Background: an optimization exercise with open tools, aiming at small area, a short achievable clock period and few clock cycles per item. Do not read the settings as production practice.

delta:
// prl_tag_engine
module prl_tag_engine (
    input  wire         clk,
    input  wire         rst,           
    input  wire         cmd_valid,
    output wire         cmd_ready,
    input  wire [1:0]   cmd_op,        
    input  wire [1:0]   cmd_ksel,      
    input  wire [255:0] cmd_key,       
    input  wire [47:0]  cmd_frame,     
    input  wire [4:0]   cmd_pair,
    input  wire [7:0]   cmd_place,
    input  wire [7:0]   cmd_where,
    input  wire [3:0]   cmd_elem,
    input  wire [11:0]  cmd_obj,
    input  wire [2:0]   cmd_kind,
    input  wire [7:0]   cmd_state,
    output wire         tag_valid,
    input  wire         tag_ready,
    output wire [63:0]  tag,
    output wire         key_a_present,
    output wire         key_b_present
);
Size in the first run: roughly 2,800 flip-flops, about 430 I/O pins, about 150,000 µm² of cells after synthesis.
clock: 8.0 ns
lec_check: 0
cap_margin: 20
core_margin: 2
core_utilization: 25
cts_cluster_diameter: 100
cts_cluster_size: 20
place_density: 0.45
setup_slack_margin: 4.7
slew_margin: 20
run.sh (not shown) runs the stock make flow with config.mk's settings and CLKGATE_MAP_FILE= SYNTH_SCRIPT=/design/flow/synth_recipe.tcl, a recipe that flattens the netlist after the stock synthesis.
Here is what was changed in the inputs of ember compared with delta.
Settings: ABC_AREA newly set to 1.
### Flow results
- Final critical-path required period (lower): delta
- Taking delta as the reference, in ember cell count after placement rose by 9,491, y dimension of the die rose by 4.6%, synthesized instance count rose by about 56%, combined buffer and inverter count along the critical path fell by 2.
- ember vs delta: antenna diode instance count up
- ember against delta; non-clock buffer count is down by more than a quarter.
- Number of placement rows (ember vs. delta) increases by a few percent
- Compared with delta, ember shows area after synthesis that has gone up by a little under 10%.
- Relative to delta, the final area of ember is higher by 5.4%.
Here is what was changed in the inputs of harbor compared with ember.
Settings: swapping 4.7 for 4.5 in SETUP_SLACK_MARGIN; clearing ABC_AREA, which used to be 1.
Findings:
Changes observed in harbor relative to ember: clock skew lower; number of buffers created by CTS lower; largest net degree at the start of global routing higher.
harbor vs ember, instance count: harbor lower
Number of global-route vias before repair, harbor vs ember: down by more than a quarter
Library cell contributing the largest single delay on the critical path = dfxtp_1: harbor; library cell contributing the largest single delay on the critical path = edfxtp_1: ember
Relative to harbor, the following input files were edited for zinc:
Settings: SETUP_SLACK_MARGIN now 4.2, was 4.5.
--- outcome ---
When the final numbers for harbor and zinc were put side by side, the arrival time of the worst setup path turned out to be greater in zinc. Compared to harbor, the routing of zinc uses less wire. Final-stage net count, harbor and zinc: lower on zinc. A cell with the biggest individual delay on the critical path of dfxtp_1 is what harbor shows, while xnor2_1 belongs to zinc. Between harbor and zinc, the fraction of standard cell area in multi-input logic is higher for harbor. Compared with harbor, zinc shows non-clock buffer count that has gone down by more than 10%.
Function was not checked in any run of this note: the RTL went through the layout flow alone.

========
prl_tag_engine again, from the RTL that the note above started with.
==> flow/config.mk <==
export PLATFORM = sky130hd
export DESIGN_NAME = prl_tag_engine
export DESIGN_NICKNAME = prl_tag_engine
export VERILOG_FILES = /design/flow/design.v
export SDC_FILE = /design/flow/constraint.sdc
export NUM_CORES = 8
export LEC_CHECK = 0
export CAP_MARGIN = 20
export CORE_MARGIN = 2
export CORE_UTILIZATION = 25
export CTS_CLUSTER_DIAMETER = 100
export CTS_CLUSTER_SIZE = 20
export PLACE_DENSITY = 0.45
export SETUP_SLACK_MARGIN = 4.7
export SLEW_MARGIN = 20
==> flow/constraint.sdc <==
create_clock -name core_clock -period 8.0 [get_ports {clk}]
set_input_delay 1.6000 -clock core_clock [delete_from_list [all_inputs] [get_ports {clk}]]
set_output_delay 1.6000 -clock core_clock [all_outputs]
set_load 0.01 [all_outputs]
standard.sh (not shown) runs the stock make flow with config.mk's settings and CLKGATE_MAP_FILE= SYNTH_SCRIPT=/design/flow/synth_recipe.tcl, a recipe that flattens the netlist after the stock synthesis.
==> flow/flow/run.sh <==
#!/bin/bash
set -euo pipefail
bash standard.sh "BUFFER_PORTS_ARGS=-buffer_cell sky130_fd_sc_hd__buf_1" finish > flow_make.log 2>&1
==> next run, changes <==
==> flow/run.sh (new file) <==
#!/bin/bash
# synth_recipe.tcl (not shown) runs the flow's synth.tcl, then flattens the netlist and writes it again
# the make line also repeats each setting of config.mk as NAME=value (left out here)
make -C /OpenROAD-flow-scripts/flow DESIGN_CONFIG=/design/flow/config.mk WORK_HOME=/design/flow/orfs CLKGATE_MAP_FILE= SYNTH_SCRIPT=/design/flow/synth_recipe.tcl finish
Settings changed: SETUP_SLACK_MARGIN 4.7 to 5.
removed: flow/flow/run.sh
removed: flow/standard.sh
Final cell count climbs by 2.6%; via count climbs by 3.2%; setup slack improves by 0.063 ns; first-iteration DRC count drops by 8.2%.
No functional check of the RTL was part of any run of this note.

========
Another version of the RTL of prl_tag_engine (not shown whole).
For scale: about 430 I/O pins, about 98000 sq um of cells after synthesis.
## prl_tag_engine
module prl_tag_engine (
    input  wire         clk,
    input  wire         rst,           
    input  wire         cmd_valid,
    output wire         cmd_ready,
    input  wire [1:0]   cmd_op,        
    input  wire [1:0]   cmd_ksel,      
    input  wire [255:0] cmd_key,       
    input  wire [47:0]  cmd_frame,     
    input  wire [4:0]   cmd_pair,
    input  wire [7:0]   cmd_place,
    input  wire [7:0]   cmd_where,
    input  wire [3:0]   cmd_elem,
    input  wire [11:0]  cmd_obj,
    input  wire [2:0]   cmd_kind,
    input  wire [7:0]   cmd_state,
    output wire         tag_valid,
    input  wire         tag_ready,
    output wire [63:0]  tag,
    output wire         key_a_present,
    output wire         key_b_present
);
clock: 8.0 ns
lec_check: 0
cap_margin: 20
core_margin: 2
core_utilization: 25
place_density: 0.45
setup_slack_margin: 5
slew_margin: 20
run.sh (not shown) runs the stock make flow with config.mk's settings and CLKGATE_MAP_FILE= SYNTH_SCRIPT=/design/flow/synth_recipe.tcl, a recipe that flattens the netlist after the stock synthesis.
Stock flow here: none of the scripts above is used.
Next try:
ABC_CLOCK_PERIOD_IN_PS = 2500   (was unset)
Cell area does not change; core utilization is unchanged; fmax does not change; via count is unchanged; sequential share of layout area stays the same; worst setup slack does not change.
Function was not checked in any run of this note: the RTL went through the layout flow alone.

-- what the ideal ports hide --
In the flow no input, the clock included, has a driving cell. The finished layouts below were timed again as built, in two steps.
Step 1 assumes that a clkbuf_16 drives the clock port and a buf_2 every other input.
Step 2 adds t to the input delays and takes it off the output delays; t is the mean of the earliest and latest rising clock arrival at the registers after step 1. Input paths then give back, and output paths get back, about the clock's delay inside the block.
Slacks: ideal ports / drivers / drivers and shift; pairs: ideal ports / drivers.
| run | shift t [ns] | setup slack, ns | worst setup path after step 2 | worst data-port slew with drivers (ns) |
|---|---|---|---|---|
| delta | 1.061 | 4.629 / 4.503 / 3.892 | input to register | 0.15 |
| ember | 1.119 | 4.427 / 4.291 / 3.705 | input to register | 0.52 |
| harbor | 1.058 | 4.408 / 4.408 / 3.620 | input to register | 0.16 |
| zinc | 1.063 | 4.218 / 4.157 / 3.346 | input to register | 0.16 |
| the first run of note 2 | 1.075 | 4.585 / 4.449 / 3.962 | input to register | 0.23 |
| the second run of note 2 | 1.079 | 4.648 / 4.515 / 4.077 | input to register | 0.22 |
| the first run of note 3 | 1.002 | 4.572 / 4.572 / 3.901 | input to register | 0.34 |
| the second run of note 3 | 1.002 | 4.572 / 4.572 / 3.901 | input to register | 0.34 |
After both steps every run listed still meets setup and hold. For zinc, which loses most, drivers alone change the setup slack by -0.061 ns; drivers and shift together by -0.872 ns.
